This design comes from an exercise in tuning for small area, a short achievable clock period and few clock cycles on the open sky130 flow, not from production work.
In this exercise RTL edits were held to simulation tests only and were not proved equivalent to the original.
No activity file was given, so power comes from the tool's default toggle rates.

==> design/flow/design.v <==
module nlm_sorter (
    input  wire               clk,
    input  wire               rst,
    output wire               ready,
    input  wire               wr_en,
    input  wire [4:0]         wr_idx,
    input  wire [15:0]        wr_vcap,
    input  wire               wr_svc,
    input  wire               start,
    input  wire signed [23:0] v_arm,
    input  wire signed [15:0] i_p,
    input  wire [14:0]        i_dead,
    input  wire [15:0]        band,
    input  wire               full_bridge,
    output reg                done,
    output reg  [31:0]        mask,      
    output reg  [5:0]         n_out,
    output reg                neg,
    output reg                dir
);
    localparam N = 32;
    function [31:0] addp;
        input [31:0] a, b;
        input        cin;
        reg   [31:0] g, p, gg, pp, cy;
        integer d, i;
        begin
            g = a & b;
            p = a ^ b;
            gg = g; pp = p;
            for (d = 1; d < 32; d = d * 2)
                for (i = 31; i >= d; i = i - 1) begin
                    gg[i] = gg[i] | (pp[i] & gg[i-d]);
                    pp[i] = pp[i] & pp[i-d];
                end
            cy[0] = cin;
            for (i = 1; i < 32; i = i + 1)
                cy[i] = gg[i-1] | (pp[i-1] & cin);
            addp = p ^ cy;
        end
    endfunction
    reg         pend;            
    reg  [23:0] is_varm;
    reg         is_gt;           
    reg         is_lt;           
    reg  [15:0] is_band;
    reg         is_fb;
    reg         busy;            
    reg  [4:0]  cc;              
    localparam [4:0] C_ADD0 = 5'd1,  C_ADDL = 5'd8,    
                     C_INIT = 5'd8,                    
                     C_SRC0 = 5'd9,  C_SRCL = 5'd30,   
                     C_END  = 5'd31;
    reg  [15:0] tv [0:32];
    reg  [32:0] tsvc;
    reg  [5:0]  hd;
    reg         wb_v;
    reg  [4:0]  wb_idx;
    reg  [15:0] wb_val;
    reg         wb_s;
    wire wmatch = wb_v && (hd == {1'b0, wb_idx});
    reg  go_r;
    wire go = go_r;             
    reg  ready_r;
    assign ready = ready_r;
    wire wr_fire    = ready && wr_en;
    wire start_fire = ready && start && !wr_en;
    wire       wb_v_n   = wr_fire || (wb_v && !wmatch);
    wire [4:0] wb_idx_n = wr_fire ? wr_idx : wb_idx;
    wire [5:0] hd_n     = (hd == 6'd32) ? 6'd0 : hd + 6'd1;
    wire       pend_n   = start_fire || (pend && !go);
    wire       busy_n   = go || (busy && (cc != C_END));
    wire       ready_n  = (!wb_v_n || (hd_n == {1'b0, wb_idx_n})) &&
                          (!pend_n || (!busy_n && hd_n == 6'd32));
    reg  [20:0] s_sum;
    reg  [5:0]  m_cnt;
    wire [15:0] s_old = tsvc[0] ? tv[0] : 16'd0;
    wire [15:0] s_new = wb_s ? wb_val : 16'd0;
    wire [20:0] s_x  = s_sum ^ {5'd0, s_new} ^ {5'h1f, ~s_old};
    wire [20:0] s_c  = (s_sum & {5'd0, s_new}) | (s_sum & {5'h1f, ~s_old}) |
                       ({5'd0, s_new} & {5'h1f, ~s_old});
    wire [31:0] s_upd = addp({11'd0, s_x}, {10'd0, s_c, 1'b0}, 1'b1);
    wire [31:0] m_upd = addp({26'd0, m_cnt}, {26'd0, {5{tsvc[0] & !wb_s}}, tsvc[0] ^ wb_s}, 1'b0);
    integer t;
    always @(posedge clk) begin
        for (t = 0; t < 32; t = t + 1)
            tv[t] <= tv[t+1];
        tv[32] <= wmatch ? wb_val : tv[0];
        if (wr_fire) begin
            wb_idx <= wr_idx;
            wb_val <= wr_vcap;
            wb_s   <= wr_svc;
        end
        if (rst) begin
            hd    <= 6'd32;
            wb_v  <= 1'b0;
            tsvc  <= 33'd0;
            s_sum <= 21'd0;
            m_cnt <= 6'd0;
        end else begin
            hd    <= hd_n;
            wb_v  <= wb_v_n;
            tsvc  <= {wmatch ? wb_s : tsvc[0], tsvc[32:1]};
            if (wmatch) begin
                s_sum <= s_upd[20:0];
                m_cnt <= m_upd[5:0];
            end
        end
    end
    reg         pdir;
    reg         r_neg, r_zero, r_d, chg;
    reg         r_dir;
    wire [31:0] dmi = addp({17'd0, i_dead}, {{16{~i_p[15]}}, ~i_p}, 1'b1);
    wire [31:0] dpi = addp({17'd0, i_dead}, {{16{i_p[15]}}, i_p}, 1'b0);
    wire new_d = is_gt ? 1'b1 : is_lt ? 1'b0 : pdir;
    wire new_neg = is_fb && is_varm[23];
    wire [31:0] neg_v = addp({8'd0, ~is_varm}, 32'd0, 1'b1);
    reg  [5:0]  mreg;
    reg  [20:0] sreg;
    reg  [29:0] rem;
    reg  [27:0] dd;
    reg  [5:0]  q;
    reg         ovf;
    reg  [5:0]  n_r;
    wire [31:0] rem_t = addp({2'd0, rem}, {4'hf, ~dd}, 1'b1);           
    wire [31:0] ovf_t = addp({2'd0, rem}, {3'h7, ~dd, 1'b1}, 1'b1);     
    reg  [26:0] a_sh;            
    reg  [2:0]  m_sh;            
    wire [31:0] o0 = {4'd0, m_sh[0] ? a_sh : 27'd0, 1'b0};
    wire [31:0] o1 = {3'd0, m_sh[1] ? a_sh : 27'd0, 2'b0};
    wire [31:0] o2 = {2'd0, m_sh[2] ? a_sh : 27'd0, 3'b0};
    wire [31:0] o3 = (cc == 5'd1) ? {11'd0, sreg} : {2'd0, rem};
    wire [31:0] x1s = o0 ^ o1 ^ o2;
    wire [31:0] x1c = {((o0 & o1) | (o0 & o2) | (o1 & o2)), 1'b0};
    wire [31:0] x2s = x1s ^ x1c ^ o3;
    wire [31:0] x2c = {((x1s & x1c) | (x1s & o3) | (x1c & o3)), 1'b0};
    wire [31:0] num32 = addp(x2s, x2c, 1'b0);
    wire [5:0] nsel = (r_zero || sreg == 21'd0 || mreg == 6'd0) ? 6'd0 :
                      (ovf || q > mreg) ? mreg : q;
    reg  [15:0] rk [0:N-1];      
    reg  [N-1:0] cy;             
    reg  [N-1:0] cy_n;
    reg  [N-1:0] blp, ltvp, eqp, topp;
    reg          gp;
    wire [N-1:0] bl = gp ? blp : ltvp;
    wire [N-1:0] eq = eqp & (gp ? ~topp : topp);
    reg  [15:0] bsh;             
    wire adding = busy && (cc >= C_ADD0) && (cc <= C_ADDL);
    wire xm     = !chg;                      
    reg  srch;                               
    wire last   = (cc == C_SRCL);
    wire [4:0] ixs;
    genvar gb;
    generate
        for (gb = 0; gb < 5; gb = gb + 1) begin : g_ixs
            assign ixs[4-gb] = srch && (cc == C_SRC0 + gb);
        end
    endgenerate
    reg  [N-1:0] rk_top, rk_nxt;
    integer c;
    always @(*) begin
        for (c = 0; c < N; c = c + 1) begin
            rk_top[c] = cy[c];
            rk_nxt[c] = rk[c][15] | last;
        end
    end
    always @(*) begin
        for (c = 0; c < N; c = c + 1) begin : cyo
            reg [1:0] ua, ub;
            reg       c1;
            ua = rk[c][1:0] ^ {2{xm}};
            ub = mask[c] ? 2'b00 : bsh[1:0];
            c1 = (ua[0] & ub[0]) | (ua[0] & cy[c]) | (ub[0] & cy[c]);
            cy_n[c] = (ua[1] & ub[1]) | (ua[1] & c1) | (ub[1] & c1);
        end
    end
    reg  [N-1:0] ltv;
    wire [N-1:0] ltv_g0 = bl | (eq & ~rk_top & ~rk_nxt);
    wire [N-1:0] ltv_g1 = ltv | (eq & rk_top & ~rk_nxt);
    reg  [7:0] kreg;
    wire [7:0] s_cnt;
    nls_pop32k u_pop (.x(ltv), .k(kreg), .s(s_cnt));
    wire ge = s_cnt[7];
    always @(posedge clk) begin
        for (c = 0; c < N; c = c + 1) begin
            if (go) begin
                rk[c] <= tv[c+1];
                cy[c] <= 1'b0;
            end else if (adding) begin : add2
                reg [1:0] ua, ub;
                reg       c1;
                ua = rk[c][1:0] ^ {2{xm}};
                ub = mask[c] ? 2'b00 : bsh[1:0];
                c1 = (ua[0] & ub[0]) | (ua[0] & cy[c]) | (ub[0] & cy[c]);
                rk[c] <= {ua[1] ^ ub[1] ^ c1, ua[0] ^ ub[0] ^ cy[c], rk[c][15:2]};
                cy[c] <= cy_n[c];
            end else begin
                rk[c] <= {rk[c][14:0], |(ixs & c[4:0])};
                cy[c] <= rk[c][15];
            end
        end
        if (go)
            bsh <= is_band;
        else
            bsh <= {2'b00, bsh[15:2]};
        if (go) begin
            eqp  <= tsvc[32:1];       
        end else if (busy && cc == C_INIT) begin
            blp  <= {N{1'b0}};
            gp   <= 1'b1;
            topp <= {N{1'b0}};
            ltv  <= eqp & ~cy_n;      
            srch <= 1'b1;
        end else if (srch) begin
            blp  <= bl;
            ltvp <= ltv;
            eqp  <= eq;
            topp <= rk_top;
            gp   <= ge;
            ltv  <= ge ? ltv_g0 : ltv_g1;
            srch <= !last;
        end else begin
            blp  <= bl;
            eqp  <= eq;
            gp   <= 1'b1;
            topp <= {N{1'b0}};
        end
        if (rst)
            srch <= 1'b0;
    end
    always @(posedge clk) begin
        if (rst) begin
            ready_r <= 1'b1;
            go_r    <= 1'b0;
            pend  <= 1'b0;
            busy  <= 1'b0;
            cc    <= 5'd0;
            pdir  <= 1'b1;
            done  <= 1'b0;
            mask  <= {N{1'b0}};
            n_out <= 6'd0;
            neg   <= 1'b0;
            dir   <= 1'b1;
        end else begin
            done    <= 1'b0;
            ready_r <= ready_n;
            go_r    <= pend_n && !busy_n && (hd_n == 6'd32);
            if (start_fire) begin
                pend    <= 1'b1;
                is_varm <= v_arm;
                is_gt   <= dmi[31];
                is_lt   <= dpi[31];
                is_band <= band;
                is_fb   <= full_bridge;
            end else if (go) begin
                pend <= 1'b0;
            end
            if (go) begin
                busy   <= 1'b1;
                cc     <= 5'd1;
                a_sh   <= {3'd0, is_varm[23] ? neg_v[23:0] : is_varm};
                m_sh   <= m_cnt[2:0];
                r_neg  <= new_neg;
                r_zero <= !is_fb && is_varm[23];
                r_d    <= new_d;
                chg    <= new_d ^ new_neg;
                mreg   <= m_cnt;
                sreg   <= s_sum;
                r_dir  <= (m_cnt == 6'd0) ? pdir : new_d;
                pdir   <= (m_cnt == 6'd0) ? pdir : new_d;
            end else if (busy) begin
                cc <= cc + 5'd1;
                if (cc == 5'd1) begin
                    rem  <= num32[29:0];
                    a_sh <= {a_sh[23:0], 3'd0};
                    m_sh <= mreg[5:3];
                end
                if (cc == 5'd2) begin
                    rem <= num32[29:0];
                    dd  <= {2'b0, sreg, 5'd0};
                    q   <= 6'd0;
                end
                if (cc >= 5'd3 && cc <= 5'd7) begin
                    if (cc == 5'd3)
                        ovf <= !ovf_t[31];
                    if (!rem_t[31]) begin
                        rem <= rem_t[29:0];
                        q   <= {q[4:0], 1'b1};
                    end else begin
                        q   <= {q[4:0], 1'b0};
                    end
                    dd <= dd >> 1;
                end
                if (cc == C_INIT) begin
                    n_r  <= nsel;
                    kreg <= 8'd128 - {2'b00, nsel};
                end
                if (cc == C_END) begin
                    busy  <= 1'b0;
                    cc    <= 5'd0;
                    mask  <= (n_r != 6'd0) ? (bl | eq) : {N{1'b0}};
                    done  <= 1'b1;
                    n_out <= n_r;
                    neg   <= r_neg;
                    dir   <= r_dir;
                end
            end
        end
    end
endmodule
module nls_pop32k (input wire [31:0] x, input wire [7:0] k, output wire [7:0] s);
    wire w1 = x[0] ^ x[1] ^ x[2];
    wire w2 = (x[0] & x[1]) | (x[0] & x[2]) | (x[1] & x[2]);
    wire w3 = x[3] ^ x[4] ^ x[5];
    wire w4 = (x[3] & x[4]) | (x[3] & x[5]) | (x[4] & x[5]);
    wire w5 = x[6] ^ x[7] ^ x[8];
    wire w6 = (x[6] & x[7]) | (x[6] & x[8]) | (x[7] & x[8]);
    wire w7 = x[9] ^ x[10] ^ x[11];
    wire w8 = (x[9] & x[10]) | (x[9] & x[11]) | (x[10] & x[11]);
    wire w9 = x[12] ^ x[13] ^ x[14];
    wire w10 = (x[12] & x[13]) | (x[12] & x[14]) | (x[13] & x[14]);
    wire w11 = x[15] ^ x[16] ^ x[17];
    wire w12 = (x[15] & x[16]) | (x[15] & x[17]) | (x[16] & x[17]);
    wire w13 = x[18] ^ x[19] ^ x[20];
    wire w14 = (x[18] & x[19]) | (x[18] & x[20]) | (x[19] & x[20]);
    wire w15 = x[21] ^ x[22] ^ x[23];
    wire w16 = (x[21] & x[22]) | (x[21] & x[23]) | (x[22] & x[23]);
    wire w17 = x[24] ^ x[25] ^ x[26];
    wire w18 = (x[24] & x[25]) | (x[24] & x[26]) | (x[25] & x[26]);
    wire w19 = x[27] ^ x[28] ^ x[29];
    wire w20 = (x[27] & x[28]) | (x[27] & x[29]) | (x[28] & x[29]);
    wire w21 = x[30] ^ x[31] ^ k[0];
    wire w22 = (x[30] & x[31]) | (x[30] & k[0]) | (x[31] & k[0]);
    wire w23 = w1 ^ w3 ^ w5;
    wire w24 = (w1 & w3) | (w1 & w5) | (w3 & w5);
    wire w25 = w7 ^ w9 ^ w11;
    wire w26 = (w7 & w9) | (w7 & w11) | (w9 & w11);
    wire w27 = w13 ^ w15 ^ w17;
    wire w28 = (w13 & w15) | (w13 & w17) | (w15 & w17);
    wire w29 = w19 ^ w21;
    wire w30 = w19 & w21;
    wire w31 = w2 ^ w4 ^ w6;
    wire w32 = (w2 & w4) | (w2 & w6) | (w4 & w6);
    wire w33 = w8 ^ w10 ^ w12;
    wire w34 = (w8 & w10) | (w8 & w12) | (w10 & w12);
    wire w35 = w14 ^ w16 ^ w18;
    wire w36 = (w14 & w16) | (w14 & w18) | (w16 & w18);
    wire w37 = w20 ^ w22 ^ k[1];
    wire w38 = (w20 & w22) | (w20 & k[1]) | (w22 & k[1]);
    wire w39 = w23 ^ w25 ^ w27;
    wire w40 = (w23 & w25) | (w23 & w27) | (w25 & w27);
    wire w41 = w24 ^ w26 ^ w28;
    wire w42 = (w24 & w26) | (w24 & w28) | (w26 & w28);
    wire w43 = w30 ^ w31 ^ w33;
    wire w44 = (w30 & w31) | (w30 & w33) | (w31 & w33);
    wire w45 = w35 ^ w37;
    wire w46 = w35 & w37;
    wire w47 = w32 ^ w34 ^ w36;
    wire w48 = (w32 & w34) | (w32 & w36) | (w34 & w36);
    wire w49 = w38 ^ k[2];
    wire w50 = w38 & k[2];
    wire w51 = w40 ^ w41 ^ w43;
    wire w52 = (w40 & w41) | (w40 & w43) | (w41 & w43);
    wire w53 = w42 ^ w44 ^ w46;
    wire w54 = (w42 & w44) | (w42 & w46) | (w44 & w46);
    wire w55 = w47 ^ w49;
    wire w56 = w47 & w49;
    wire w57 = w48 ^ w50 ^ k[3];
    wire w58 = (w48 & w50) | (w48 & k[3]) | (w50 & k[3]);
    wire w59 = w52 ^ w53 ^ w55;
    wire w60 = (w52 & w53) | (w52 & w55) | (w53 & w55);
    wire w61 = w54 ^ w56 ^ w57;
    wire w62 = (w54 & w56) | (w54 & w57) | (w56 & w57);
    wire w63 = w62 ^ w58 ^ k[4];
    wire w64 = (w62 & w58) | (w62 & k[4]) | (w58 & k[4]);
    wire [7:0] ra = {k[7], k[6], w64, w63, w60, w59, w51, w39};
    wire [7:0] rb = {1'b0, 1'b0, k[5], 1'b0, w61, 1'b0, w45, w29};
    wire [7:0] g0 = ra & rb, p0 = ra ^ rb;
    wire [7:0] g1 = g0 | ((p0 & {g0[6:0], 1'b0}));
    wire [7:0] p1 = p0 & {p0[6:0], 1'b0};
    wire [7:0] g2 = g1 | ((p1 & {g1[5:0], 2'b0}));
    wire [7:0] p2 = p1 & {p1[5:0], 2'b0};
    wire [7:0] g3 = g2 | ((p2 & {g2[3:0], 4'b0}));
    assign s = p0 ^ {g3[6:0], 1'b0};
endmodule
==> design/flow/run.sh <==
#!/bin/bash
# synth_recipe.tcl (not shown) runs the flow's synth.tcl, then flattens the netlist and writes it again
# the make line also repeats each setting of config.mk as NAME=value (left out here)
make -C /OpenROAD-flow-scripts/flow DESIGN_CONFIG=/design/flow/config.mk WORK_HOME=/design/flow/orfs CLKGATE_MAP_FILE= SYNTH_SCRIPT=/design/flow/synth_recipe.tcl finish
==> design/flow/config.mk <==
export PLATFORM = sky130hd
export DESIGN_NAME = nlm_sorter
export DESIGN_NICKNAME = nlm_sorter
export VERILOG_FILES = /design/flow/design.v
export SDC_FILE = /design/flow/constraint.sdc
export NUM_CORES = 4
export LEC_CHECK = 0
export CAP_MARGIN = 40
export CORE_MARGIN = 2
export CORE_UTILIZATION = 25
export PLACE_DENSITY = 0.35
export SLEW_MARGIN = 40
==> design/flow/constraint.sdc <==
create_clock -name core_clock -period 12.0 [get_ports {clk}]
set_input_delay 2.4000 -clock core_clock [delete_from_list [all_inputs] [get_ports {clk}]]
set_output_delay 2.4000 -clock core_clock [all_outputs]
set_load 0.01 [all_outputs]
==> results.txt, run 1 <==
The run finished with no timing, DRC or antenna violations. The storage element area was 35000 µm²; the sum of buffers and inverters on the critical path was 7. Total grt overflow: 0. Yosys synthesis warning count: 3. The die width was 510 µm. The tools report the total clock sinks as 1570.

The top-area cell type share of the netlist area works out to 38.0%. In the synthesized netlist, the cells that appear most often are 1212 x dfxtp_1, 957 x nand2_1, 610 x o21ai_0. The worst min-delay path category was reg -> reg. The smallest clock period supported by the final layout is computed as 5.89 ns. After layout, the worst path uses 49.1% of the clock period. The logs give 42.5k for the number of global-route vias before repair and 9580 for the non-filler instance count after layout. Across the VDD grid, the largest voltage drop is 0.151 mV. STA classifies the critical path endpoint as a flop. The switching power is 0.00278 W, and the final-stage net count is 6486.

The final layout contains routed wiring with a total length of 187000 µm. For the count of boundary I/O pins, the log shows 140. dfxtp_1 takes more of the synthesized area than any other cell. Sequential cells burn 47.5% of the power. Maximum cell stage delay along the critical path: 0.55 ns. The final weighted congestion of routability-driven global placement was 0.767. For the clock network power share, the log shows 47.5%. The tools report the area of the multi-input gates as 26800 µm². For the summed negative setup slack over all endpoints, the log shows 0 ns. Global-route usage over all layers: 14.4%. Data on the critical path is required at its endpoint by 12.71 ns. The first global-routing pass estimated 283000 µm of wire.

The most repeated cell in the gate-level netlist after synthesis is dfxtp_1. In this run the deepest clock path goes through 3 buffers. The path type of the worst setup path is reg -> reg. Clock-pin slew on the worst setup and hold paths: 0.06 ns. For the area of the mapped netlist, the log shows 63900 µm². Data on the critical path arrives at its endpoint at 6.60 ns. The worst register-to-register path begins at ltv[16]$_DFFE_PP_. Fraction of layout instances using a drive strength above 1: 6.73%. Setup repair after global routing left no endpoint under its margin. Walking the worst path, the cells encountered are fa_1, fa_1, inv_1, fa_1, fa_1, inv_1, fa_1, inv_1, fa_1, inv_1, ha_1, nor3b_1, o21ai_0, xnor2_4, buf_8, buf_4, buf_12, xnor2_1, or4_1, nand3_1.

Per report_power, the combinational group accounts for 5.0% of the total. In this run the worst path has a maximum fanout of 37. The slew at the pin with the worst max-slew slack is 0.853 ns.

The port buffer count works out to 139. Yosys attributes the largest share of cell area to dfxtp_1 38%, edfxtp_1 17%, mux2i_1 8.5%, nand2_1 5.6%, fa_1 5.1%. The post-synthesis cell type count came out at 81.

Among all flip-flop cells after synthesis, the most frequent one is dfxtp_1. The max-cap check violation count is 0, and the number of detailed-routing iterations run before antenna repair is 5. The clock reaches the later pin of the worst-skew pair after 0.84 ns. Final hold violation count: 0. From synthesis to final layout, the design area changed by 17.7%. The largest net degree at the start of global routing is 151, and the die footprint is 260000 µm². For the register-to-register setup slack, the log shows 6.11 ns.

Among all stages on the critical path, the largest delay is contributed by fa_1. TritonCTS built the clock tree. Cell repeated most along the worst path: fa_1.

The worst-case reg-to-reg path depth is 20, and the total nets after synthesis is 6418. The placeable core region is 254000 µm². The average detailed-routed wire length per instance came out at 19.5 µm. The fill cell total of the finished layout came out at 26.3k.

The detail route stage leaves a number of antenna-violating nets equal to 0. For the initial antenna violation count, the log shows 11. The number of gates given a new drive strength after cts came out at 0.

Of the total power, the share spent switching nets is 23.3%. For this run, the top clock speed supported by timing is 170 MHz. The total of hold buffers inserted after clock tree synthesis was 0.

For this design the ratio of total power to cell area is 158 nW/µm². The gate family responsible for the most delay along the worst path is adder cells. The leakage power total was 29.8 nW; the share of synthesized flip-flops with an asynchronous set or reset was 0%. The run gives 4 as the count of H-tree levels built during CTS.

The startpoint identified for the worst hold timing path is tv[9][10]$_DFF_P_. Between clock sinks in the finished design, the worst skew comes to 0.0656 ns. Once the clock tree was built, the setup fixing pass inserted 0 buffers. The run gives 129000 µm as the post-DP HPWL. In this run, placement finished with an instance count of 9238. The total via count after detailed routing is 41.3k, and the part of the Yosys area used for sequential elements is 54.8%.

The worst setup path is launched from a flop. After synthesis the netlist holds a flip-flop and latch count of 1570. After detailed routing, the number of remaining DRC violations is 0.

Buffers inserted during clock tree synthesis total 184. A synthesized cell averages 10.7 µm². The worst register-to-register path ends at ltv[30]$_DFFE_PP_.

Dividing the detail-routed via count by the number of cells gives 4.31. The cell depth of the worst hold path is 0, and the total number of placement rows is 185. For hold timing, the worst endpoint is tv[8][10]$_DFF_P_. For this configuration, the core starts out at a cell density of 25.1%. Counting every instance in the synthesized netlist gives 5996.

The number of enable flip-flop cells after synthesis is 358. Measured against its own limit, the worst slew margin works out to 43.1%. Tracing the worst setup path back leads to its startpoint at ltv[16]$_DFFE_PP_. The root cell of the clock tree was clkbuf_16. The logs give 2377 for the detailed router's first-iteration violation count and 0.00914 W for the total internal power. The final count of negative-setup-slack endpoints is 0, and the number of pins exceeding their max-slew limit in the final report is 0. Vertical extent of the die: 510 µm.
==> power by group through the flow <==
stage / clock, W / sequential, W / combinational (W)
floorplan: 0 / 0.00573 / 0.000421
global placement: 0 / 0.00577 / 0.000600
detailed placement: 0 / 0.00577 / 0.000602
CTS: 0.00587 / 0.00566 / 0.000607
global route: 0.00609 / 0.00567 / 0.000688
finish: 0.00566 / 0.00566 / 0.000599
==> registers in the layout, indices dropped and copies added, names as in the netlist, 7 cells and up <==
name	cells
cy	32
rem	30
tv	528
rk	512
blp	32
eqp	32
bsh	16
dd	26
tsvc	33
topp	32
kreg	7
s_sum	21
mask	32
a_sh	27
is_band	16
sreg	21
ltv	32
ltvp	32
is_varm	24
wb_val	16
==> through the flow <==
stage	hold slack (ns)	setup WS [ns]	total power (W)	instance area [µm²]	utilization (%)
2_1_floorplan	0.331	4.63	0.00615	63900	-
3_3_place_gp	0.338	5.80	0.00637	68800	27.1
3_5_place_dp	0.339	5.93	0.00638	69000	27.1
4_1_cts	0.311	5.86	0.0121	75100	29.6
5_1_grt	0.316	5.73	0.0124	75200	29.6
6_report	0.317	6.11	0.0119	75200	29.6
==> final cells by class <==
type                            instances  area share, %
Clock inverter                         49          0.943
Inverter                              235           1.18
Multi-Input combinational cell       3863           35.7
Clock buffer                          285           7.21
Tap cell                             3366           5.60
Timing Repair Buffer                  210           2.83
Sequential cell                      1570           46.6
Antenna cell                            2        0.00665
==> cells in the final DEF, fill, tap and decap left out, types with 24 or more instances in the layout <==
| master | count |
|---|---|
| buf_4 | 43 |
| and3_1 | 45 |
| fa_1 | 162 |
| o21a_1 | 30 |
| dfxtp_1 | 1208 |
| nor2b_1 | 112 |
| xor2_1 | 75 |
| a211oi_1 | 61 |
| inv_1 | 233 |
| or4_1 | 40 |
| o21ai_0 | 609 |
| a21oi_1 | 220 |
| nand3_1 | 52 |
| edfxtp_1 | 358 |
| ha_1 | 162 |
| nor3_1 | 35 |
| and2_1 | 68 |
| a21o_1 | 32 |
| mux2i_1 | 541 |
| clkdlybuf4s50_1 | 138 |
| clkbuf_16 | 186 |
| nand3b_1 | 36 |
| xnor2_1 | 140 |
| nor2_1 | 192 |
| o211ai_1 | 34 |
| nand2_1 | 955 |
| clkbuf_8 | 39 |
| mux2_2 | 24 |
| clkbuf_1 | 59 |
==> worst max-delay path by stage <==
stage                     depth (start not counted)                   end  slack [ns]
after global placement                           16     ltv[20]$_DFFE_PP_        5.80
after CTS                                        17     ltv[18]$_DFFE_PP_        5.86
after floorplan                                   2  is_band[0]$_DFFE_PP_        4.63
final                                            20     ltv[30]$_DFFE_PP_        6.11
after detailed placement                         17     ltv[18]$_DFFE_PP_        5.93
after global routing                             18     ltv[25]$_DFFE_PP_        5.73
==> metal layers <==
layer  GRT usage [%]  routed length (µm)
met2            22.4               82500
met3            2.13                5810
met5               0                   0
met4            3.43                3570
met1            20.7               94800
==> logic make-up (layout without fill, tap and decap cells) <==
group	count (synthesis)	after routing	synth area share, %
compound gates	1124	1124	10.2
fa+ha+maj	324	324	8.25
mux	565	565	8.90
xor+xnor	216	216	2.97
other cells	0	2	0
simple gates	1634	1634	11.5
buf+inv	563	779	3.41
flops	1570	1570	54.8
Testbench counts, summed over its fixed seeds: cycles 12,928.
==> run 2: changes to the inputs <==
--- a/design/flow/config.mk
+++ b/design/flow/config.mk
@@ -9,4 +9,6 @@
 export CORE_MARGIN = 2
 export CORE_UTILIZATION = 25
+export CTS_CLUSTER_DIAMETER = 100
+export CTS_CLUSTER_SIZE = 30
 export PLACE_DENSITY = 0.35
 export SLEW_MARGIN = 40
==> results.txt, run 2 <==
Buffers inserted to repair hold after CTS numbered 0. In the final layout, the registers with the most flip-flops are tv: 528 flops, rk: 512 flops, tsvc: 33 flops. Slowest cell on the critical path: fa_1. Setup fix buffers added after clock tree synthesis: 0. The peak ir drop on the vdd network is 0.107 mV. The worst setup path is launched from a flop. Sorting the synthesized cells by area gives the leading types as dfxtp_1 38%, edfxtp_1 17%, mux2i_1 8.5%, nand2_1 5.6%, fa_1 5.1%. The run finished with no timing, DRC or antenna violations. The worst register-to-register path begins at ltv[9]$_DFFE_PP_. The die is 510 µm wide. The share of synthesized area in the top cell type comes to 38.0%.

Final weighted congestion of routability-driven global placement: 0.767. The logs give 3 for the deepest clock path buffer count and 12.64 ns for the data required time of the critical path. The capturing element type of the critical path is a flop. The total clock sinks is 1570. The non-filler instance count after layout is 9404. The commonest cells after synthesis are 1212 x dfxtp_1, 957 x nand2_1, 610 x o21ai_0.

The cell depth of the worst hold path was 0; the port buffer count was 139. The highest net fanout along the worst path was 37. The top cell types in the final layout, fill and taps aside, are 1208 x dfxtp_1, 955 x nand2_1, 609 x o21ai_0.

The die covers 260000 µm². The cell sitting at the root of the clock tree is a clkbuf_16. More flip-flops sit in one register than any other, and that register is tv. For this run, the post-layout net count is 6389. For this design the top-level I/O count stands at 140. The number of enable flip-flop cells after synthesis is 358, and the fraction of layout instances using a drive strength above 1 is 5.04%. Counting flops and latches in the post-synthesis netlist gives 1570. The cell repeated most along the worst path was fa_1. In the finished design, the share of the clock period the worst path needs comes to 49.2%. Once the floorplan was initialized, standard cells occupied 25.1% of the core. The run gives 6.55 ns as the worst endpoint data arrival time. The global-route usage over all layers came out at 14.1%. TritonCTS built the clock tree.

The final route contains 40.8k vias. The biggest area consumer among synthesized cells is dfxtp_1. The number of global-route vias before repair is 41.6k, and the placeable core region is 254000 µm².

The most used flip-flop cell after synthesis is dfxtp_1. By instance count, the leading cell after synthesis is dfxtp_1. The synthesized netlist occupies a cell area of 63900 µm². The total grt overflow is 0, and the post-route clock skew is 0.0556 ns.

For hold timing, the worst endpoint is tv[9][15]$_DFF_P_. The mean area per synthesized cell was 10.7 µm². The fill cell total of the finished layout is 26.5k. The post-route minimum period was 5.91 ns; the max-cap check violation count was 0. Traced cell by cell, the critical path runs through fa_1, fa_1, inv_1, fa_1, fa_1, inv_1, fa_1, inv_1, fa_1, inv_1, ha_1, nor3b_1, o21ai_0, xnor2_4, buf_8, buf_4, buf_12, xnor2_1, or4_1, nand3_1. The floorplan has 185 rows. The register with the most flip-flops in the layout has 528 of them.

The setup path with the least slack is of type reg -> reg. The storage element area was 35000 µm². The detailed router's first-iteration violation count is 2396, and the final hold violation count is 0.

Compared with the post-synthesis result, the final layout area differs by 13.3%. The worst min-delay path category was reg -> reg. Once detail routing completed, the nets flagged for antenna violations numbered 0. The endpoint identified for the worst register-to-register timing path is ltv[30]$_DFFE_PP_. The worst hold path begins at tv[10][15]$_DFF_P_. The vertical extent of the die was 510 µm. The logs give 169 MHz for the highest clock rate and 0.321 ns for the post-route worst hold slack.

The logs give 0.79 ns for the later-pin clock latency in the skew report and 10 for the initial antenna violation count. The slew at the pin with the worst max-slew slack was 0.851 ns; the number of cells after detailed placement was 9238. For the leakage power total, the log shows 28.4 nW.

Gates resized during post-CTS repair numbered 0. The maximum cell stage delay along the critical path was 0.50 ns; the total nets after synthesis was 6418. Largest net degree at the start of global routing: 151. The areal power density over the cells is 138 nW/µm². After clock tree synthesis, the clock-pin slew on the worst setup and hold paths is 0.12 ns. The post-DP HPWL is 129000 µm, and the average vias per placed instance is 4.33. The first detailed-routing pass ran for 5 iterations. The number of instances in the synthesized netlist was 5996; the final count of negative-setup-slack endpoints was 0. The run gives 278000 µm as the first-pass GRT wire length. After detailed routing, the total wire length is 184000 µm. The share of synthesized flip-flops with an asynchronous set or reset came out at 0%.

Summing all multi-input logic gate instances after layout gives 26800 µm². The worst-case reg-to-reg path depth works out to 20. The run gives 0 as the number of pins exceeding their max-slew limit in the final report. Dividing the detail-routed wire length by the instance count gives 19.6 µm. Buffers inserted during clock tree synthesis total 87. The run gives 81 as the post-synthesis cell type count. For this run, the number of Yosys warnings is 3.

Setup total negative slack on the finished layout was measured at 0 ns. The part of the Yosys area used for sequential elements is 54.8%. In this run the tightest slew margin relative to its limit is 43.3%. In this run the register-to-register setup slack is 6.09 ns. Number of DRC violations after detailed routing: 0. Setup repair after global routing left no endpoint under its margin.

The count of H-tree levels built during CTS is 3. Leading cell type in the layout, fill and taps excluded: dfxtp_1.
## run 2: cell counts after synthesis
Identical to the previous run, type by type.
## run 2: how the worst max path moves through the flow
stage	startpoint	end	slack (ns)	cells after the start
floorplan	rst	is_band[0]$_DFFE_PP_	4.63	2
global placement	ltv[15]$_DFFE_PP_	ltv[20]$_DFFE_PP_	5.80	16
detailed placement	ltv[3]$_DFFE_PP_	ltv[18]$_DFFE_PP_	5.93	17
CTS	ltv[9]$_DFFE_PP_	ltv[18]$_DFFE_PP_	5.88	17
global route	ltv[21]$_DFFE_PP_	ltv[25]$_DFFE_PP_	5.72	20
finish	ltv[9]$_DFFE_PP_	ltv[30]$_DFFE_PP_	6.09	20
## run 2: per-layer routing
layer | share of wire, % | up-vias | track usage [%]
li1 | - | 20500 | -
met5 | 0 | - | 0
met4 | 1.7 | 0 | 3.04
met3 | 2.9 | 140 | 1.46
met1 | 51 | 19600 | 20.7
met2 | 44 | 493 | 22.2
## run 2: area by class of cell
class | count | share of cell area [%]
diodes | 3 | 0.0104
multi-input cells | 3863 | 37.1
flip-flops and latches | 1570 | 48.4
repair buffers | 210 | 2.94
well taps | 3366 | 5.82
inverters | 235 | 1.22
clock inverters | 64 | 1.46
clock buffers | 93 | 3.08
## run 2: cell families after synthesis
logic type,share of synthesized area (%)
AND/OR/NAND/NOR,11.5
multiplexers,8.90
AO/OA/AOI/OAI,10.2
buffers and inverters,3.41
XOR/XNOR,2.97
adder cells (fa/ha/maj),8.25
flip-flops,54.8
## run 2: power breakdown
group | leakage (nW) | total, W | switching (W) | internal [W]
clock | 1.57 | 0.00375 | 0.00220 | 0.00155
combinational | 13.7 | 0.000600 | 0.000349 | 0.000250
sequential | 13.1 | 0.00565 | 0.0000934 | 0.00556
total | 28.4 | 0.0100 | 0.00265 | 0.00736
## run 2: worst max-delay path: cells and delay by family, from the launching register on
kind | cells | cell delay (ns)
adder cells (fa/ha/maj) | 7 | 2.59
buffers and inverters | 7 | 1.14
AND/OR/NAND/NOR | 3 | 0.71
flip-flops | 1 | 0.46
AO/OA/AOI/OAI | 1 | 0.42
XOR/XNOR | 2 | 0.39
## run 2: through the flow
stage | utilization [%] | setup WS, ns | power, W | area [µm²]
after floorplan | - | 4.63 | 0.00615 | 63900
after global placement | 27.1 | 5.80 | 0.00637 | 68800
after detailed placement | 27.1 | 5.93 | 0.00638 | 69000
after CTS | 28.4 | 5.88 | 0.0102 | 72300
after global routing | 28.5 | 5.72 | 0.0105 | 72400
final | 28.5 | 6.09 | 0.0100 | 72400
==> run 3: changes to the inputs <==
--- a/design/flow/design.v
+++ b/design/flow/design.v
@@ -48,4 +48,5 @@
     reg         busy;            
     reg  [4:0]  cc;              
+    reg  [8:1]  ph;              
     localparam [4:0] C_ADD0 = 5'd1,  C_ADDL = 5'd8,    
                      C_INIT = 5'd8,                    
@@ -130,5 +131,5 @@
     wire [31:0] o1 = {3'd0, m_sh[1] ? a_sh : 27'd0, 2'b0};
     wire [31:0] o2 = {2'd0, m_sh[2] ? a_sh : 27'd0, 3'b0};
-    wire [31:0] o3 = (cc == 5'd1) ? {11'd0, sreg} : {2'd0, rem};
+    wire [31:0] o3 = ph[1] ? {11'd0, sreg} : {2'd0, rem};
     wire [31:0] x1s = o0 ^ o1 ^ o2;
     wire [31:0] x1c = {((o0 & o1) | (o0 & o2) | (o1 & o2)), 1'b0};
@@ -146,5 +147,5 @@
     wire [N-1:0] eq = eqp & (gp ? ~topp : topp);
     reg  [15:0] bsh;             
-    wire adding = busy && (cc >= C_ADD0) && (cc <= C_ADDL);
+    wire adding = |ph[8:1];
     wire xm     = !chg;                      
     reg  srch;                               
@@ -175,5 +176,6 @@
         end
     end
-    reg  [N-1:0] ltv;
+    reg  [N-1:0] g0r, g1r;
+    wire [N-1:0] ltv = gp ? g0r : g1r;
     wire [N-1:0] ltv_g0 = bl | (eq & ~rk_top & ~rk_nxt);
     wire [N-1:0] ltv_g1 = ltv | (eq & rk_top & ~rk_nxt);
@@ -206,9 +208,9 @@
         if (go) begin
             eqp  <= tsvc[32:1];       
-        end else if (busy && cc == C_INIT) begin
+        end else if (ph[8]) begin
             blp  <= {N{1'b0}};
             gp   <= 1'b1;
             topp <= {N{1'b0}};
-            ltv  <= eqp & ~cy_n;      
+            g0r  <= eqp & ~cy_n;      
             srch <= 1'b1;
         end else if (srch) begin
@@ -218,5 +220,6 @@
             topp <= rk_top;
             gp   <= ge;
-            ltv  <= ge ? ltv_g0 : ltv_g1;
+            g0r  <= ltv_g0;
+            g1r  <= ltv_g1;
             srch <= !last;
         end else begin
@@ -233,4 +236,5 @@
             ready_r <= 1'b1;
             go_r    <= 1'b0;
+            ph      <= 8'd0;
             pend  <= 1'b0;
             busy  <= 1'b0;
@@ -256,4 +260,5 @@
                 pend <= 1'b0;
             end
+            ph <= {ph[7:1], go};
             if (go) begin
                 busy   <= 1'b1;
@@ -271,16 +276,16 @@
             end else if (busy) begin
                 cc <= cc + 5'd1;
-                if (cc == 5'd1) begin
+                if (ph[1]) begin
                     rem  <= num32[29:0];
                     a_sh <= {a_sh[23:0], 3'd0};
                     m_sh <= mreg[5:3];
                 end
-                if (cc == 5'd2) begin
+                if (ph[2]) begin
                     rem <= num32[29:0];
                     dd  <= {2'b0, sreg, 5'd0};
                     q   <= 6'd0;
                 end
-                if (cc >= 5'd3 && cc <= 5'd7) begin
-                    if (cc == 5'd3)
+                if (|ph[7:3]) begin
+                    if (ph[3])
                         ovf <= !ovf_t[31];
                     if (!rem_t[31]) begin
@@ -292,5 +297,5 @@
                     dd <= dd >> 1;
                 end
-                if (cc == C_INIT) begin
+                if (ph[8]) begin
                     n_r  <= nsel;
                     kreg <= 8'd128 - {2'b00, nsel};
--- a/design/flow/config.mk
+++ b/design/flow/config.mk
@@ -9,6 +9,4 @@
 export CORE_MARGIN = 2
 export CORE_UTILIZATION = 25
-export CTS_CLUSTER_DIAMETER = 100
-export CTS_CLUSTER_SIZE = 30
 export PLACE_DENSITY = 0.35
 export SLEW_MARGIN = 40
==> results.txt, run 3 <==
The deepest clock path buffer count is 3, and the total clock sinks is 1610. IR analysis of the VDD net gives a maximum drop of 0.125 mV. The slew at the pin with the worst max-slew slack is 0.820 ns, and the area of the mapped netlist is 65100 µm². Ranked by flip-flop count, first place goes to tv.

Commonest register cell after synthesis: dfxtp_1. The relative area change from synthesis to final layout works out to 18.0%. In the synthesized netlist, mux cells make up 9.76% of the area. From bottom edge to top edge, the die measures 514 µm.

The number of enable flip-flop cells after synthesis was 390. TritonCTS built the clock tree. After legalization and detailed placement, the total HPWL measured 131000 µm.

For the residual antenna-violating net count after detailed routing, the log shows 0. The biggest area consumer among synthesized cells is dfxtp_1. At the worst endpoint, the required time is 12.56 ns.

Buffers inserted to repair hold after CTS numbered 0. The tool flagged a number of max-cap violations equal to 0. The tools report the initial antenna violation count as 8. The worst setup path is of the reg -> reg kind.

Number of DRC violations after detailed routing: 0. Dividing total power by cell area gives a power density of 164 nW/µm². The total nets after synthesis is 6408. The worst pin sits at a relative slew slack of 45.3%. For this run, the register share of the synthesized area comes to 55.5%.

The critical path goes through buf_4, buf_12, mux2_2, fa_1, inv_1, fa_1, fa_1, fa_1, inv_1, fa_1, inv_1, fa_1, inv_1, ha_1, nor3b_1, o21ai_0, xor2_1, nand2_1. The register with the most flip-flops in the layout has 528 of them. After Yosys synthesis, full adders, half adders and majority gates account for 8.10% of the synthesized area. Based on the critical path, the design can be clocked at up to 194 MHz.

The tools report the later-pin clock latency in the skew report as 0.84 ns. The synthesized-area fraction occupied by ao, oa, aoi and oai cells came out at 10.3%. Of the total power, the share spent switching nets is 23.9%. The first routing iteration left 2374 violations.

The total grt overflow was 0. The run gives 287000 µm as the first-pass GRT wire length. The slowest stage of the critical path belongs to the cell fa_1. The port buffer count was 139. At the end of the flow, the number of nets in the layout was 6486. The internal portion of the total power is 0.00961 W. For this configuration, the core starts out at a cell density of 25.1%.

The die footprint was 264000 µm²; the number of instances in the synthesized netlist was 5986. In this run the biggest area consumer among cell types represents 37.5% of the synthesized area. Ranked by instance count, the synthesized netlist is headed by 1220 x dfxtp_1, 890 x nand2_1, 620 x o21ai_0.

The gate family responsible for the most delay along the worst path is adder cells. After layout, the minimum clock period comes to 5.17 ns. In this run the horizontal extent of the chip is 514 µm.

In the post-synthesis netlist, the biggest area contributors are dfxtp_1 38%, edfxtp_1 18%, mux2i_1 8.3%, nand2_1 5.1%, fa_1 5.0%. The fraction of layout instances using a drive strength above 1 came out at 7.96%. Startpoint of the most critical register-to-register path: gp$_SDFFCE_PP1N_. The worst register-to-register path has a setup slack of 6.83 ns. The core region is 259000 µm². The synthesized design contains 1610 register bits. The worst setup path is launched from a flop. The logs give 43.6k for the number of global-route vias before repair and 3 for the yosys synthesis warning count. On the final layout, the worst clock skew is 0.0388 ns. Cell repeated most along the worst path: fa_1. The synthesized netlist devotes 10.3% of its cell area to simple gates. The initialized floorplan defines 187 standard-cell rows. For the combinational cell fraction of total power, the log shows 6.5%. The worst-case reg-to-reg path depth is 18.

The cell depth of the worst hold path works out to 0. The worst flop-to-flop path endpoint was gp$_SDFFCE_PP1N_. The critical path contains buffers and inverters numbering 6 combined. After detailed routing, the number of vias per cell comes to 4.33. The largest registers in the layout are tv: 528 flops, rk: 512 flops, tsvc: 33 flops. At the end of routability-driven placement, the weighted congestion stood at 0.772.

CTS placed an instance of clkbuf_16 at the clock tree root. The fraction of synthesized cell area in xor and xnor cells was 2.61%. After synthesis, the largest family of logic cells by area is simple AND/OR/NAND/NOR gates. The logs give 5 for the number of detailed-routing iterations run before antenna repair and 41.8k for the total via count after detailed routing. The clock-pin slew on the worst setup and hold paths was 0.06 ns; the number of pins exceeding their max-slew limit in the final report was 0. In this run the count of I/O pins placed on the die edge is 140.

In this run, post-CTS repair resized a total of 0 instances. The capture endpoint of the worst hold path is tv[30][5]$_DFF_P_. The count of H-tree levels built during CTS came out at 4.

The global-route usage over all layers was 14.2%. The highest net fanout along the worst path came out at 24. Clock tree synthesis inserted a total of 192 buffers.

For the number of cells after detailed placement, the log shows 9265. For the final hold violation count, the log shows 0. The flow ran to the end and the layout has no timing, DRC or antenna violations. STA puts the critical path data arrival time at 5.72 ns.

The summed negative setup slack over all endpoints was 0 ns. The largest single stage delay on the critical path is 0.56 ns. In the finished design, the share of the clock period the worst path needs comes to 43.0%.

Non-filler instance count after layout: 9638. The top cell types in the final layout, fill and taps aside, are 1216 x dfxtp_1, 886 x nand2_1, 620 x o21ai_0. The capturing element type of the critical path was a flop. The most repeated cell in the gate-level netlist after synthesis was dfxtp_1. The library cell used most frequently in the layout, excluding fill and tap cells, is dfxtp_1. Of all flip-flops after synthesis, the portion carrying an async set or reset was 0%. The clock network burns 46.7% of the power. Summed over all layers, the routed wires come to 189000 µm. Setup repair after global routing left no endpoint under its margin.

The mean area per synthesized cell works out to 10.9 µm². After synthesis, the netlist uses 78 different library cells. The logs give 0.00302 W for the switching power and 46.9% for the sequential share of power. The worst min-delay path category was reg -> reg.

In this run the most critical hold path is launched from tv[31][5]$_DFF_P_. The average detailed-routed wire length per instance is 19.6 µm, and the setup fix buffers added after clock tree synthesis is 0. The tools report the largest net degree at the start of global routing as 229. Summed over all cells, the static leakage comes to 31.4 nW. The final count of negative-setup-slack endpoints is 0.
## run 3: changes by cell type after synthesis, sizes merged, moves of 18 or more
cell | previous run | this run
edfxtp | 358 | 390
and3 | 46 | 11
nand2 | 957 | 890
nand3b | 36 | 5
o211ai | 36 | 17
xnor2 | 141 | 111
nor2 | 197 | 215
nor3 | 39 | 66
a21o | 32 | 58
or4 | 40 | 11
mux2 | 24 | 82
o22ai | 1 | 33
o41a | 0 | 32
## run 3: cells by family (layout without fill, tap and decap cells)
group,after synthesis,after routing
AOI/OAI and AO/OA,1149,1149
xor gates and xnor gates,194,194
adders and majority gates,324,324
buffers and inverters,561,804
DFF,1610,1610
muxes,624,624
other,0,7
and+or+nand+nor,1524,1524
## run 3: worst max-delay path by stage
stage	startpoint	to	cells past startpoint
after global placement	gp$_SDFFCE_PP1N_	gp$_SDFFCE_PP1N_	15
after floorplan	rst	is_band[0]$_DFFE_PP_	1
final	gp$_SDFFCE_PP1N_	gp$_SDFFCE_PP1N_	18
after global routing	gp$_SDFFCE_PP1N_	gp$_SDFFCE_PP1N_	18
after CTS	gp$_SDFFCE_PP1N_	gp$_SDFFCE_PP1N_	17
after detailed placement	gp$_SDFFCE_PP1N_	gp$_SDFFCE_PP1N_	17
## run 3: layer usage
metal | global-route usage (%) | share of wire [%]
met5 | 0 | 0
met4 | 4.11 | 2.3
met3 | 2.64 | 3.6
met2 | 23.5 | 47
met1 | 18.9 | 47
## run 3: metrics by stage
stage          hold WS (ns)  setup slack, ns  util (%)  total power [W]  area [µm²]
6_report              0.332             6.83      29.6           0.0126       76800
5_1_grt               0.340             6.58      29.6           0.0132       76700
4_1_cts               0.325             6.72      29.5           0.0129       76600
3_5_place_dp          0.335             6.73      27.0          0.00686       70100
3_3_place_gp          0.340             6.57      27.0          0.00686       70000
2_1_floorplan         0.331             4.77         -          0.00656       65100
## run 3: layout make-up
class / count / area [µm²]
diodes: 7 / 17.5
clock buffers: 297 / 5820
clock inverters: 62 / 662
fillers: 26700 / 182000
inverters: 246 / 927
multi-input cells: 3815 / 26900
flip-flops and latches: 1610 / 36100
well taps: 3402 / 4260
repair buffers: 199 / 2070
## run 3: power by group through the flow
stage | clock network, W | registers [W] | logic (W)
detailed placement | 0 | 0.00603 | 0.000826
global route | 0.00633 | 0.00594 | 0.000931
finish | 0.00589 | 0.00591 | 0.000815
global placement | 0 | 0.00604 | 0.000820
CTS | 0.00611 | 0.00592 | 0.000831
floorplan | 0 | 0.00597 | 0.000585
Testbench counts of run 3, summed over its fixed seeds: cycles 12,928.
==> run 4: changes to the inputs <==
--- a/design/flow/config.mk
+++ b/design/flow/config.mk
@@ -9,4 +9,6 @@
 export CORE_MARGIN = 2
 export CORE_UTILIZATION = 25
+export CTS_CLUSTER_DIAMETER = 80
+export CTS_CLUSTER_SIZE = 20
 export PLACE_DENSITY = 0.35
 export SLEW_MARGIN = 40
==> results.txt, run 4 <==
The worst min-delay path startpoint is tv[27][13]$_DFF_P_. For this block, the routed nets add up to 186000 µm of wire. In this run, the number of DRC markers left after iteration 0 of detailed routing was 2318. Max-cap violations in this run came to 0. Ranked by total cell area, the synthesized netlist is headed by dfxtp_1 38%, edfxtp_1 18%, mux2i_1 8.3%, nand2_1 5.1%, fa_1 5.0%.

The highest net fanout along the worst path came out at 44. The synthesized design contains 390 enable-type register cells. In this run the critical register-to-register path is launched from gp$_SDFFCE_PP1N_. The area share of fa/ha/maj cells after synthesis was 8.10%. The worst flop-to-flop path endpoint was gp$_SDFFCE_PP1N_. The H-tree was split into 3 levels. After legalization and detailed placement, the total HPWL measured 131000 µm. The tools report the area of the mapped netlist as 65100 µm².

The largest registers in the layout are tv: 528 flops, rk: 512 flops, tsvc: 33 flops. Global routing used 14.0% of the available tracks. For this run, the slowest stage of the critical path takes 0.66 ns. Walking the worst path, the cells encountered are buf_4, mux2_2, fa_1, inv_1, fa_1, fa_1, fa_1, inv_1, fa_1, inv_1, fa_1, inv_1, ha_1, nor3b_1, o21ai_0, xor2_1, nand2_1.

The die width was 514 µm; the residual antenna-violating net count after detailed routing was 0. The pre-antenna-repair detailed-routing pass consisted of 5 iterations. In this design, the critical path's most frequently occurring cell is fa_1.

For the worst setup path, the data arrival time is 5.72 ns. Of the cells placed in the final design, the portion with a size suffix greater than 1 is 6.29%. The combinational family with the most area after synthesis was simple AND/OR/NAND/NOR gates.

Data on the critical path is required at its endpoint by 12.51 ns. The tools report the placeable core region as 259000 µm². The top-area cell type share of the netlist area is 37.5%.

Die footprint: 264000 µm². Post-route clock skew: 0.0471 ns. Counting every instance in the synthesized netlist gives 5986. The top cell types in the final layout, fill and taps aside, are 1216 x dfxtp_1, 886 x nand2_1, 620 x o21ai_0. In this run the cell area measured after placement is 70100 µm².

The post-route minimum period was 5.21 ns; the first-pass GRT wire length was 283000 µm. Each instance of the synthesized netlist takes up on average 10.9 µm². The port buffer count was 139. Total via count after detailed routing: 41.1k. The synthesized-area fraction occupied by ao, oa, aoi and oai cells works out to 10.3%.

Yosys printed 3 warnings. 140 I/O pins were placed. After clock tree synthesis, the clock-pin slew on the worst setup and hold paths is 0.08 ns.

The leading cell type in the layout, fill and taps excluded was dfxtp_1. Slew at the pin with the worst max-slew slack: 0.835 ns. In the finished design, the share of the clock period the worst path needs comes to 43.4%.

The slowest stage of the critical path is the buf_4 cell. The sequential share of power is 54.5%, and the relative area change from synthesis to final layout is 13.8%. The worst-case reg-to-reg path depth was 17. For this design the total switching power over the nets is 0.00274 W. The total nets after synthesis is 6408.

TritonCTS built the clock tree. The mux cell area share after synthesis was 9.76%; the flip-flop count of the largest register after layout was 528. Once the clock tree was built, the setup fixing pass inserted 0 buffers.

The internal portion of the total power is 0.00810 W. Timing would allow up to 192 MHz. The path with the worst hold slack has its endpoint at tv[26][13]$_DFF_P_. Among all flip-flop cells after synthesis, the most frequent one is dfxtp_1.

The logs give 55.5% for the part of the Yosys area used for sequential elements and 38.0% for the clock network power share. The initial cell density of the core came out at 25.1%. For this run, design rule violations remaining after detail routing come to 0. The number of global-route vias before repair is 42.6k, and the areal power density over the cells is 146 nW/µm². The worst-case headroom to the max-slew limit was 44.4%. In this run, post-CTS hold repair placed 0 buffers. The final-stage net count was 6410; the average vias per placed instance was 4.34.

The final hold violation count is 0. The vertical extent of the die is 514 µm, and the fraction of synthesized cell area in xor and xnor cells is 2.61%. More flip-flops sit in one register than any other, and that register is tv.

The tools report the summed negative setup slack over all endpoints as 0 ns. The root cell of the clock tree was clkbuf_16. For the total grt overflow, the log shows 0. Ranked by instance count, the synthesized netlist is headed by 1220 x dfxtp_1, 890 x nand2_1, 620 x o21ai_0. The initial antenna violation count was 7; the final instance area was 74100 µm². For the post-synthesis cell type count, the log shows 78.

Biggest area consumer among synthesized cells: dfxtp_1. The flow ran to the end and the layout has no timing, DRC or antenna violations. Per report_power, the combinational group accounts for 7.5% of the total.

The path type of the worst setup path is reg -> reg. In this run the deepest clock path goes through 3 buffers. The number of pins exceeding their max-slew limit in the final report is 0, and the simple-gate area share of the yosys netlist is 10.3%. The register-to-register setup slack came out at 6.79 ns.

Routability-driven placement finished with a final weighted congestion of 0.772. In this run, post-CTS repair resized a total of 0 instances. In this run switching power makes up 25.3% of total power. Setup repair after global routing left no endpoint under its margin. STA classifies the critical path startpoint as a flop. The worst setup path is captured at a flop. The final count of negative-setup-slack endpoints was 0. The later-pin clock latency in the skew report came out at 0.80 ns. Among all cell types in the netlist, the one instantiated most often is dfxtp_1. The average detailed-routed wire length per instance is 19.6 µm, and the number of buffers added by the clock tree synthesis step is 114. For this design the static power due to leakage is 30.1 nW.

In the synthesized netlist the async set-or-reset flop fraction comes to 0%. The fill cell total of the finished layout was 26.9k; the total number of placement rows was 187. After synthesis the netlist holds a flip-flop and latch count of 1610. VDD sags by at most 0.106 mV.

The worst hold path belongs to the class reg -> reg. The total clock sinks was 1610; the cell depth of the worst hold path was 0. The largest net degree at the start of global routing was 229.
==> run 4: cell types whose count changed in the layout (fill, tap and decap cells not counted), moves of 4 or more <==
cell       change
inv_12         +5
inv_4          +4
clkbuf_16     -81
clkinv_2      -21
clkinv_16      -4
inv_6         +17
clkinv_1       -5
inv_8          +5
inv_16         -4
clkbuf_1      -37
clkinv_4       +6
clkbuf_8      -43
clkinv_8       +5
diode_2        -4
==> run 4: worst max-delay path by stage <==
stage | startpoint | to | slack (ns) | cells past startpoint
2_1_floorplan | rst | is_band[0]$_DFFE_PP_ | 4.77 | 1
3_3_place_gp | gp$_SDFFCE_PP1N_ | gp$_SDFFCE_PP1N_ | 6.57 | 15
3_5_place_dp | gp$_SDFFCE_PP1N_ | gp$_SDFFCE_PP1N_ | 6.73 | 17
4_1_cts | gp$_SDFFCE_PP1N_ | gp$_SDFFCE_PP1N_ | 6.72 | 17
5_1_grt | gp$_SDFFCE_PP1N_ | gp$_SDFFCE_PP1N_ | 6.51 | 17
6_report | gp$_SDFFCE_PP1N_ | gp$_SDFFCE_PP1N_ | 6.79 | 17
==> run 4: per-layer routing <==
layer | GRT usage, % | vias to the layer above | routed length [µm]
met5 | 0 | - | 0
li1 | - | 20600 | -
met4 | 2.89 | 0 | 2900
met2 | 23.8 | 386 | 89100
met3 | 1.75 | 165 | 4930
met1 | 19.0 | 20000 | 89300
==> run 4: logic make-up after synthesis <==
logic type,after synthesis
buffers and inverters,561
DFF,1610
xor gates and xnor gates,194
AOI/OAI and AO/OA,1149
adders and majority gates,324
muxes,624
and+or+nand+nor,1524
==> run 4: power by group through the flow <==
stage                     logic (W)  clock network, W  registers [W]
after detailed placement   0.000826                 0        0.00603
after CTS                  0.000831           0.00431        0.00591
after floorplan            0.000585                 0        0.00597
final                      0.000816           0.00412        0.00590
after global placement     0.000820                 0        0.00604
after global routing       0.000931           0.00450        0.00593
==> run 4: cell type report <==
| cell class | instances | area [µm²] | area share (%) |
|---|---|---|---|
| sequential | 1610 | 36100 | 48.8 |
| multi-input combinational | 3815 | 26900 | 36.3 |
| tap | 3402 | 4260 | 5.75 |
| clock buffer | 135 | 3050 | 4.11 |
| timing repair buffer | 201 | 2110 | 2.85 |
| inverter | 246 | 927 | 1.25 |
| clock inverter | 67 | 722 | 0.975 |
| antenna | 3 | 7.51 | 0.0101 |
==> run 4: worst max-delay path: cells and delay by family (launching register included) <==
family,cells,cell delay (ns)
compound gates,1,0.20
xor+xnor,1,0.16
fa+ha+maj,7,2.59
buf+inv,5,0.94
flops,1,0.37
mux,1,0.45
simple gates,2,0.21
==> run 4: per-stage QoR <==
stage	setup WS, ns	hold slack, ns	total power, W	std cells	utilization (%)
detailed placement	6.73	0.335	0.00686	9265	27.0
global route	6.51	0.334	0.0114	9477	28.6
CTS	6.72	0.328	0.0110	9467	28.5
finish	6.79	0.329	0.0108	9479	28.6
floorplan	4.77	0.331	0.00656	5986	-
global placement	6.57	0.340	0.00686	9260	27.0
==> run 5: changes to the inputs <==
--- a/design/flow/design.v
+++ b/design/flow/design.v
@@ -181,7 +181,8 @@
     wire [N-1:0] ltv_g1 = ltv | (eq & rk_top & ~rk_nxt);
     reg  [7:0] kreg;
-    wire [7:0] s_cnt;
-    nls_pop32k u_pop (.x(ltv), .k(kreg), .s(s_cnt));
-    wire ge = s_cnt[7];
+    wire [7:0] s_cnt0, s_cnt1;
+    nls_pop32k u_pop0 (.x(g0r), .k(kreg), .s(s_cnt0));
+    nls_pop32k u_pop1 (.x(g1r), .k(kreg), .s(s_cnt1));
+    wire ge = gp ? s_cnt0[7] : s_cnt1[7];
     always @(posedge clk) begin
         for (c = 0; c < N; c = c + 1) begin
@@ -206,31 +207,29 @@
         else
             bsh <= {2'b00, bsh[15:2]};
-        if (go) begin
-            eqp  <= tsvc[32:1];       
-        end else if (ph[8]) begin
-            blp  <= {N{1'b0}};
-            gp   <= 1'b1;
-            topp <= {N{1'b0}};
-            g0r  <= eqp & ~cy_n;      
+        eqp  <= go ? tsvc[32:1] : eq;
+        blp  <= ph[8] ? {N{1'b0}} : bl;
+        ltvp <= ltv;
+        topp <= srch ? rk_top : {N{1'b0}};
+        gp   <= srch ? ge : 1'b1;
+        g0r  <= ph[8] ? (eqp & ~cy_n) : ltv_g0;    
+        g1r  <= ltv_g1;
+        if (ph[8])
             srch <= 1'b1;
-        end else if (srch) begin
-            blp  <= bl;
-            ltvp <= ltv;
-            eqp  <= eq;
-            topp <= rk_top;
-            gp   <= ge;
-            g0r  <= ltv_g0;
-            g1r  <= ltv_g1;
+        else if (srch)
             srch <= !last;
-        end else begin
-            blp  <= bl;
-            eqp  <= eq;
-            gp   <= 1'b1;
-            topp <= {N{1'b0}};
-        end
         if (rst)
             srch <= 1'b0;
     end
     always @(posedge clk) begin
+        a_sh <= go ? {3'd0, is_varm[23] ? neg_v[23:0] : is_varm} : {a_sh[23:0], 3'd0};
+        m_sh <= go ? m_cnt[2:0] : mreg[5:3];
+        dd   <= ph[2] ? {2'b0, sreg, 5'd0} : dd >> 1;
+        q    <= ph[2] ? 6'd0 : {q[4:0], !rem_t[31]};
+        if (ph[1] || ph[2])
+            rem <= num32[29:0];
+        else if (!rem_t[31])
+            rem <= rem_t[29:0];
+    end
+    always @(posedge clk) begin
         if (rst) begin
             ready_r <= 1'b1;
@@ -264,6 +263,4 @@
                 busy   <= 1'b1;
                 cc     <= 5'd1;
-                a_sh   <= {3'd0, is_varm[23] ? neg_v[23:0] : is_varm};
-                m_sh   <= m_cnt[2:0];
                 r_neg  <= new_neg;
                 r_zero <= !is_fb && is_varm[23];
@@ -276,25 +273,6 @@
             end else if (busy) begin
                 cc <= cc + 5'd1;
-                if (ph[1]) begin
-                    rem  <= num32[29:0];
-                    a_sh <= {a_sh[23:0], 3'd0};
-                    m_sh <= mreg[5:3];
-                end
-                if (ph[2]) begin
-                    rem <= num32[29:0];
-                    dd  <= {2'b0, sreg, 5'd0};
-                    q   <= 6'd0;
-                end
-                if (|ph[7:3]) begin
-                    if (ph[3])
-                        ovf <= !ovf_t[31];
-                    if (!rem_t[31]) begin
-                        rem <= rem_t[29:0];
-                        q   <= {q[4:0], 1'b1};
-                    end else begin
-                        q   <= {q[4:0], 1'b0};
-                    end
-                    dd <= dd >> 1;
-                end
+                if (ph[3])
+                    ovf <= !ovf_t[31];
                 if (ph[8]) begin
                     n_r  <= nsel;
==> results.txt, run 5 <==
In this run the worst path has a maximum fanout of 27. Counting distinct cell types in the post-synthesis netlist gives 72. The worst pin sits at a relative slew slack of 47.9%. Among all cell types in the netlist, the one instantiated most often is dfxtp_1. The detailed router's first-iteration violation count was 2170. The average vias per placed instance is 4.21. CTS built an H-tree with a depth of 3.

For this run, design rule violations remaining after detail routing come to 0. In this run the worst hold path is classified as reg -> reg. The slew at the pin with the worst max-slew slack was 0.773 ns. The largest total area in the synthesized netlist belongs to dfxtp_1. The layout has 26.0k filler cells. Port buffer count: 139. 140 I/O pins were placed. The run gives 0.772 as the final weighted congestion of routability-driven global placement.

The highest clock rate is 194 MHz, and the fraction of layout instances using a drive strength above 1 is 5.36%. The logs give 0 for the final hold violation count and 9 for the initial antenna violation count. The number of nets in the synthesized netlist is 6490. In the final layout, flip-flops and latches occupy 33600 µm². The peak ir drop on the vdd network came out at 0.138 mV. In the layout the commonest cells are 1468 x dfxtp_1, 883 x nand2_1, 621 x o21ai_0. Post-DP HPWL: 124000 µm. TritonCTS built the clock tree. In this run the cell area of the synthesized design comes to 62900 µm². Among all flip-flop cells after synthesis, the most frequent one is dfxtp_1. The tools report the number of pins exceeding their max-slew limit in the final report as 0.

The total wire length after detailed routing was 177000 µm. The tools report the root cell of the clock tree as clkbuf_16. The tightest hold path in the finished design has a slack of 0.341 ns.

Clock tree synthesis found a total of 1610 sinks. The die width is 506 µm. Setup repair after global routing left no endpoint under its margin. The synthesized design contains 135 enable-type register cells.

Setup violations remaining at the end of the flow were counted as 0. The tools report the worst flop-to-flop path endpoint as rem[22]$_DFFE_PP_. The deepest clock path buffer count came out at 3. The initialized floorplan defines 184 standard-cell rows. The register with the highest flop count is tv. The worst path meets setup with 6.84 ns of slack. The number of global-route vias before repair was 41.2k.

The flow ran to the end and the layout has no timing, DRC or antenna violations. Clock-pin slew was measured on the worst setup and hold paths at 0.08 ns. Counting the buffers created by CTS gives 112. Dividing the synthesized area by the synthesized cell count gives 10.4 µm². The library cell used most frequently in the layout, excluding fill and tap cells, is dfxtp_1.

Flip-flop count of the largest register after layout: 528. The placeable core region was 251000 µm². After layout, the worst path uses 43.0% of the clock period.

For the worst setup path, the data required time is 12.47 ns. The later-pin clock latency in the skew report came out at 0.78 ns. After detailed routing, the average wire length per cell comes to 18.7 µm. For the max-cap check violation count, the log shows 0. The first global-routing pass estimated 269000 µm of wire.

In the global route stage, overall resource usage came out at 13.7%. The residual antenna-violating net count after detailed routing is 0. The startpoint type of the worst setup path was a flop. Cell depth of the worst hold path: 0. In the post-synthesis netlist, the biggest area contributors are dfxtp_1 47%, mux2i_1 8.4%, edfxtp_1 6.4%, fa_1 6.0%, nand2_1 5.3%. The relative area change from synthesis to final layout came out at 14.3%.

The capturing element type of the critical path is a flop. The Yosys step of the flow raised 3 warnings. In this run the post-CTS setup repair buffer count came out at 0.

The first TritonRoute pass finished after 5 iterations. Between clock sinks in the finished design, the worst skew comes to 0.0793 ns. OpenSTA, run right after detailed placement, puts the worst setup slack at 6.82 ns. For the worst setup path, the data arrival time is 5.62 ns. Largest net degree at the start of global routing: 220. The startpoint identified for the worst register-to-register timing path is m_sh[0]$_DFF_P_.

For this design, the CTS-stage hold fixing added 0 buffers. By count the netlist is led by 1475 x dfxtp_1, 885 x nand2_1, 621 x o21ai_0. The areal power density over the cells was 177 nW/µm²; the number of instances in the synthesized netlist was 6033. Summed over all failing endpoints, the final setup total negative slack is 0 ns.

The largest registers in the layout are tv: 528 flops, rk: 512 flops, tsvc: 33 flops. The share of the Yosys chip area taken by registers is 53.4%. Synthesis inferred 1610 register bits. The smallest clock period supported by the final layout is computed as 5.16 ns. Total via count after detailed routing: 39.8k.

Power comes to 0.0127 W. Vertical extent of the die: 506 µm. Counting cells, the worst reg-to-reg path comes to 15. The critical path is of the reg -> reg type. The number of gates resized after CTS was 0. For this run, the post-layout net count is 6481. For the initial cell density of the core, the log shows 25.1%.

The floorplan step defined a die boundary enclosing 256000 µm². The share of synthesized flip-flops with an asynchronous set or reset came out at 0%. In this run the most critical hold path is launched from tv[31][0]$_DFF_P_.

Setup slack on the worst reg-to-reg path comes out at 6.84 ns. Summed over all cells, the static leakage comes to 28.0 nW. The total grt overflow was 0. The capture endpoint of the worst hold path is tv[30][0]$_DFF_P_.

The tools report the area of the multi-input gates as 27300 µm². The synthesized design devotes to its leading area cell type 47.0% of total area.
[run 5: worst max-delay path, cell delays in order (launching register included)]
cell	delay [ns]
dfxtp_1	0.55
and2_1	0.28
fa_1	0.53
inv_1	0.06
fa_1	0.53
inv_1	0.07
fa_1	0.48
a211o_1	0.35
a211oi_1	0.26
nor2_1	0.11
o21ai_0	0.48
o21ai_0	0.28
a21o_1	0.30
a31oi_1	0.23
xnor2_1	0.10
mux2_2	0.26
[run 5: cells by family after synthesis]
kind of cell | after synthesis | synth area share [%]
AND/OR/NAND/NOR | 1592 | 11.3
flip-flops | 1610 | 53.4
AO/OA/AOI/OAI | 1131 | 10.3
buffers and inverters | 558 | 3.33
multiplexers | 591 | 9.54
adder cells (fa/ha/maj) | 359 | 9.41
XOR/XNOR | 192 | 2.67
[run 5: metrics by stage]
| stage | area [µm²] | cells | util, % |
|---|---|---|---|
| floorplan | 62900 | 6033 | - |
| global placement | 67800 | 9251 | 27.0 |
| detailed placement | 67900 | 9256 | 27.1 |
| CTS | 71800 | 9443 | 28.6 |
| global route | 71900 | 9450 | 28.7 |
| finish | 71900 | 9456 | 28.7 |
[run 5: layout make-up]
| cell class | count | area share, % |
|---|---|---|
| flip-flops and latches | 1610 | 46.8 |
| well taps | 3348 | 5.83 |
| clock buffers | 133 | 4.20 |
| repair buffers | 186 | 2.75 |
| clock inverters | 54 | 1.16 |
| multi-input cells | 3865 | 38.0 |
| inverters | 249 | 1.30 |
| diodes | 11 | 0.0383 |
[run 5: power by group]
group	internal, W	switching [W]
combinational	0.00114	0.00141
clock	0.00205	0.00213
sequential	0.00574	0.000230
[run 5: worst max path at each step]
stage / startpoint / endpoint / cells past startpoint
2_1_floorplan: rst / ready_r$_SDFF_PP1_ / 5
3_3_place_gp: m_sh[0]$_DFF_P_ / rem[22]$_DFFE_PP_ / 15
3_5_place_dp: m_sh[0]$_DFF_P_ / rem[22]$_DFFE_PP_ / 15
4_1_cts: m_sh[0]$_DFF_P_ / rem[22]$_DFFE_PP_ / 15
5_1_grt: m_sh[0]$_DFF_P_ / rem[22]$_DFFE_PP_ / 15
6_report: m_sh[0]$_DFF_P_ / rem[22]$_DFFE_PP_ / 15
[run 5: per-layer routing]
metal  GRT usage (%)  vias to the layer above  routed length (µm)
met2            22.5                      418               81900
met3            1.81                      169                4490
met1            19.0                    18900               86600
met5               0                        -                   0
li1                -                    20300                   -
met4            3.22                        0                3920
Testbench counts of run 5, summed over its fixed seeds: cycles 12,928.

## afterwards: timing with drivers on the ports
The flow's constraints put no driver on any port. The routed layouts listed below were extracted and timed again, unchanged, in two steps.
Step 1, drivers: a clkbuf_16 drives clk and a buf_2 each remaining input, both assumed.
Step 2 also shifts input and output timing later by t, the mid clock arrival at the registers, as if the neighbouring blocks saw the same clock.
Slacks: no drivers / after step 1 / after step 2; pairs: no drivers / after step 1.
run | t, ns | setup WS [ns] | cell pins on the clock port's net
run 1 | 0.895 | 6.114 / 6.114 / 6.114 | 1
run 2 | 0.841 | 6.092 / 6.092 / 6.092 | 1
run 3 | 0.910 | 6.835 / 6.835 / 6.835 | 1
run 4 | 0.861 | 6.793 / 6.793 / 6.793 | 1
run 5 | 0.845 | 6.845 / 6.845 / 6.845 | 1
After both steps setup and hold are still met in every run listed.
